This design comes from an exercise in tuning for small area and a short achievable clock period on the open sky130 flow, not from production work. Only simulation tests tie the RTL to the original design; equivalence was not proved.

==> module fil_slot, before the edit <==
module fil_slot (
    input  wire        clk,
    input  wire        rst,           
    input  wire        in_valid,      
    input  wire [23:0] in_data,       
    input  wire        in_clip,
    input  wire        in_supply,
    input  wire        in_nv,
    input  wire        in_restart,    
    input  wire [1:0]  cfg_stages,    
    input  wire [3:0]  cfg_l1m1,
    input  wire [3:0]  cfg_l2m1,
    input  wire [3:0]  cfg_l3m1,
    input  wire [15:0] cfg_dm1,
    output reg         out_valid,
    output reg  [23:0] out_value,
    output reg         out_uns,
    output reg         out_clip,
    output reg         out_supply,
    output reg         out_nv
);
    reg        v0, e0;
    reg [23:0] x0;
    reg [2:0]  mk0;
    reg [3:0]  c1_0, c2_0, c3_0;      
    reg [15:0] set_dm1;
    reg        rst_r;
    always @(posedge clk) begin
        rst_r <= rst;
        v0    <= in_valid && !rst;
        e0    <= in_restart;
        x0    <= in_data;
        mk0   <= {in_nv, in_supply, in_clip};
        c1_0  <= (cfg_stages >= 2'd1) ? cfg_l1m1 : 4'd0;
        c2_0  <= (cfg_stages >= 2'd2) ? cfg_l2m1 : 4'd0;
        c3_0  <= (cfg_stages == 2'd3) ? cfg_l3m1 : 4'd0;
        if (in_valid && in_restart)
            set_dm1 <= cfg_dm1;
        else if (rst_r)
            set_dm1 <= 16'd0;
    end
    reg        first;
    reg [3:0]  l1, l2, l3;
    reg [4:0]  k;                     
    reg [5:0]  m;                     
    reg [15:0] dcnt;                  
    reg [5:0]  age_c, age_s, age_n;   
    wire       restart = first || e0;
    wire [4:0] k_new   = (k == 5'd16) ? 5'd16 : k + 5'd1;
    wire [5:0] sup = 6'd1 + {2'b0, l1} + {2'b0, l2} + {2'b0, l3};
    function [5:0] age_next;
        input       mk;
        input [5:0] age;
        begin
            age_next = mk ? 6'd0 : ((age == 6'd63) ? 6'd63 : age + 6'd1);
        end
    endfunction
    wire [5:0] age_c_new = age_next(mk0[0], age_c);
    wire [5:0] age_s_new = age_next(mk0[1], age_s);
    wire [5:0] age_n_new = age_next(mk0[2], age_n);
    wire [5:0] m_new     = (m == 6'd63) ? 6'd63 : m + 6'd1;
    wire       dz        = (dcnt == 16'd0);
    wire       keep      = restart || dz;
    wire [28:0] b1;
    wire [3:0]  n1;
    fil_stage #(.FAST(0)) u_s1 (.clk(clk), .rst(rst_r), .v(v0), .e(restart), .k(k), .lm1(l1),
                    .x(x0), .b(b1), .nm1(n1));
    reg        v1, e1, ov1;
    reg [4:0]  k1;
    reg [3:0]  l2_1, l3_1, n1_1;
    reg [3:0]  f1;                    
    always @(posedge clk) begin
        if (rst_r) begin
            first <= 1'b1;
            l1    <= 4'd0;
            l2    <= 4'd0;
            l3    <= 4'd0;
            k     <= 5'd0;
            age_c <= 6'd63;
            age_s <= 6'd63;
            age_n <= 6'd63;
        end else if (v0) begin
            if (restart) begin
                first <= 1'b0;
                k     <= 5'd0;
                m     <= 6'd0;
                dcnt  <= set_dm1;
                age_c <= 6'd63;
                age_s <= 6'd63;
                age_n <= 6'd63;
                if (e0) begin
                    l1 <= c1_0;
                    l2 <= c2_0;
                    l3 <= c3_0;
                end
            end else begin
                k     <= k_new;
                m     <= m_new;
                dcnt  <= dz ? set_dm1 : dcnt - 16'd1;
                age_c <= age_c_new;
                age_s <= age_s_new;
                age_n <= age_n_new;
            end
        end
        v1   <= v0 && !rst;
        ov1  <= v0 && keep && !rst;
        e1   <= restart;
        k1   <= k;
        l2_1 <= l2;
        l3_1 <= l3;
        n1_1 <= n1;
        f1   <= {age_n_new < sup, age_s_new < sup, age_c_new < sup,
                 restart || (m_new < sup)};
    end
    wire [23:0] y1;
    fil_div #(.NFAST(8)) u_d1 (.b(b1), .nm1(n1_1), .y(y1));
    wire [28:0] b2;
    wire [3:0]  n2;
    fil_stage u_s2 (.clk(clk), .rst(rst_r), .v(v1), .e(e1), .k(k1), .lm1(l2_1),
                    .x(y1), .b(b2), .nm1(n2));
    reg        v2, e2, ov2;
    reg [4:0]  k2;
    reg [3:0]  l3_2, n2_2;
    reg [3:0]  f2;
    always @(posedge clk) begin
        v2   <= v1 && !rst;
        ov2  <= ov1 && !rst;
        e2   <= e1;
        k2   <= k1;
        l3_2 <= l3_1;
        n2_2 <= n2;
        f2   <= f1;
    end
    wire [23:0] y2;
    fil_div #(.NFAST(8)) u_d2 (.b(b2), .nm1(n2_2), .y(y2));
    wire [28:0] b3;
    wire [3:0]  n3;
    fil_stage u_s3 (.clk(clk), .rst(rst_r), .v(v2), .e(e2), .k(k2), .lm1(l3_2),
                    .x(y2), .b(b3), .nm1(n3));
    reg        ov3;
    reg [3:0]  n3_3;
    reg [3:0]  f3;
    always @(posedge clk) begin
        ov3  <= ov2 && !rst;
        n3_3 <= n3;
        f3   <= f2;
    end
    wire [23:0] y3;
    fil_div #(.NFAST(0)) u_d3 (.b(b3), .nm1(n3_3), .y(y3));
    always @(posedge clk) begin
        out_valid  <= ov3 && !rst;
        out_value  <= y3;
        {out_nv, out_supply, out_clip, out_uns} <= f3;
    end
endmodule
clock: 230.0 ns
lec_check: 0
cap_margin: 20
core_margin: 2
core_utilization: 70
slew_margin: 20
standard.sh (not shown) runs the stock make flow with config.mk's settings and CLKGATE_MAP_FILE= SYNTH_SCRIPT=/design/flow/synth_recipe.tcl, a recipe that flattens the netlist after the stock synthesis.
==> flow/flow/run.sh <==
#!/bin/bash
# The standard layout (standard.sh), except that
#  - synthesis maps the logic with an area-oriented ABC script
#    (flow/abc.script) in place of ORFS's delay-oriented one; the synthesis
#    passes, flattening and renaming are unchanged;
#  - the port buffers are buf_2 cells (ORFS picks a delay cell);
#  - clock tree synthesis adds no dummy loads and clusters up to 28 sinks
#    within 90 um under each leaf buffer (fewer, fuller leaf buffers).
set -euo pipefail
W=$(pwd)
mkdir -p "$W/own"

# ORFS's synth.tcl, with the ABC script swapped right after the preamble
# has built the abc argument list.
sed "s|^source \$::env(SCRIPTS_DIR)/synth_preamble.tcl\$|&\nset abc_args [lreplace \$abc_args 1 1 $W/flow/abc.script]|" \
    "$FLOW_HOME/scripts/synth.tcl" > "$W/own/synth.tcl"
grep -q "lreplace \$abc_args 1 1" "$W/own/synth.tcl"

# The standard flow's synthesis script, sourcing that copy
sed "s|\$::env(SCRIPTS_DIR)/synth.tcl|$W/own/synth.tcl|" "$W/synth_recipe.tcl" > "$W/own/synth_recipe.tcl"
grep -q "$W/own/synth.tcl" "$W/own/synth_recipe.tcl"

# standard.sh, using that synthesis script
sed "s|$W/synth_recipe.tcl|$W/own/synth_recipe.tcl|g" "$W/standard.sh" > "$W/own/standard.sh"
grep -q "$W/own/synth_recipe.tcl" "$W/own/standard.sh"

bash "$W/own/standard.sh" \
    "BUFFER_PORTS_ARGS=-buffer_cell sky130_fd_sc_hd__buf_2" \
    "CTS_ARGS=-sink_clustering_enable -repair_clock_nets -dont_use_dummy_load -sink_clustering_size 28 -sink_clustering_max_diameter 90" \
    finish > "$W/flow.log" 2>&1
==> flow/flow/abc.script <==
strash
dch
map -a
topo
The first run completed with no timing, DRC or antenna violations.
Change:
--- a/flow/design.v
+++ b/flow/design.v
@@ -174,10 +174,10 @@
     reg        first;
     reg [3:0]  l1, l2, l3;
-    reg [4:0]  k;                     
-    reg [5:0]  m;                     
+    reg [5:0]  k;                     
     reg [15:0] dcnt;                  
     reg [5:0]  age_c, age_s, age_n;   
     wire       restart = first || e0;
-    wire [4:0] k_new   = (k == 5'd16) ? 5'd16 : k + 5'd1;
+    wire [5:0] k_new   = (k == 6'd63) ? 6'd63 : k + 6'd1;
+    wire [4:0] ks      = {k[5] | k[4], k[3:0]};
     wire [5:0] sup = 6'd1 + {2'b0, l1} + {2'b0, l2} + {2'b0, l3};
     function [5:0] age_next;
@@ -191,10 +191,9 @@
     wire [5:0] age_s_new = age_next(mk0[1], age_s);
     wire [5:0] age_n_new = age_next(mk0[2], age_n);
-    wire [5:0] m_new     = (m == 6'd63) ? 6'd63 : m + 6'd1;
     wire       dz        = (dcnt == 16'd0);
     wire       keep      = restart || dz;
     wire [28:0] b1;
     wire [3:0]  n1;
-    fil_stage #(.FAST(0)) u_s1 (.clk(clk), .rst(rst_r), .v(v0), .e(restart), .k(k), .lm1(l1),
+    fil_stage #(.FAST(0)) u_s1 (.clk(clk), .rst(rst_r), .v(v0), .e(restart), .k(ks), .lm1(l1),
                     .x(x0), .b(b1), .nm1(n1));
     reg        v1, e1, ov1;
@@ -208,5 +207,5 @@
             l2    <= 4'd0;
             l3    <= 4'd0;
-            k     <= 5'd0;
+            k     <= 6'd0;
             age_c <= 6'd63;
             age_s <= 6'd63;
@@ -215,6 +214,5 @@
             if (restart) begin
                 first <= 1'b0;
-                k     <= 5'd0;
-                m     <= 6'd0;
+                k     <= 6'd0;
                 dcnt  <= set_dm1;
                 age_c <= 6'd63;
@@ -228,5 +226,4 @@
             end else begin
                 k     <= k_new;
-                m     <= m_new;
                 dcnt  <= dz ? set_dm1 : dcnt - 16'd1;
                 age_c <= age_c_new;
@@ -238,13 +235,13 @@
         ov1  <= v0 && keep && !rst;
         e1   <= restart;
-        k1   <= k;
+        k1   <= ks;
         l2_1 <= l2;
         l3_1 <= l3;
         n1_1 <= n1;
         f1   <= {age_n_new < sup, age_s_new < sup, age_c_new < sup,
-                 restart || (m_new < sup)};
+                 restart || (k_new < sup)};
     end
     wire [23:0] y1;
-    fil_div #(.NFAST(8)) u_d1 (.b(b1), .nm1(n1_1), .y(y1));
+    fil_div #(.NFAST(4)) u_d1 (.b(b1), .nm1(n1_1), .y(y1));
     wire [28:0] b2;
     wire [3:0]  n2;
@@ -265,5 +262,5 @@
     end
     wire [23:0] y2;
-    fil_div #(.NFAST(8)) u_d2 (.b(b2), .nm1(n2_2), .y(y2));
+    fil_div #(.NFAST(4)) u_d2 (.b(b2), .nm1(n2_2), .y(y2));
     wire [28:0] b3;
     wire [3:0]  n3;
Outcome: Count of clock-buffer cells in the layout climbs by 1; utilization drops by 0.39 points; wire length drops by about 1.3%; die area drops by about 1.3%; clock skew drops by 0.011 ns; fmax hardly moves.

==> separate check: timing with driven ports <==
In the flow no input, the clock included, has a driving cell. The finished layouts below were timed again as built, in two steps.
Step 1: set_driving_cell puts a clkbuf_16 on clk and a buf_2 on each other input, an assumption about the parent block.
Step 2 also shifts input and output timing later by t, the mid clock arrival at the registers, as if the neighbouring blocks saw the same clock.
Slacks: ideal / step 1 / step 2; pairs: ideal / step 1.
run	t, ns	slack for setup (ns)	worst setup path at the end	clock arrival spread, ns	pins driven straight from the clock port
the first run	0.744	182.829 / 182.761 / 182.541	input to register	0.087 / 0.087	1
the second run	0.760	182.840 / 182.766 / 182.669	input to register	0.074 / 0.073	1
After both steps every run listed still meets setup and hold. For the first run, which loses most, drivers alone change the setup slack by -0.068 ns; drivers and shift together by -0.288 ns.
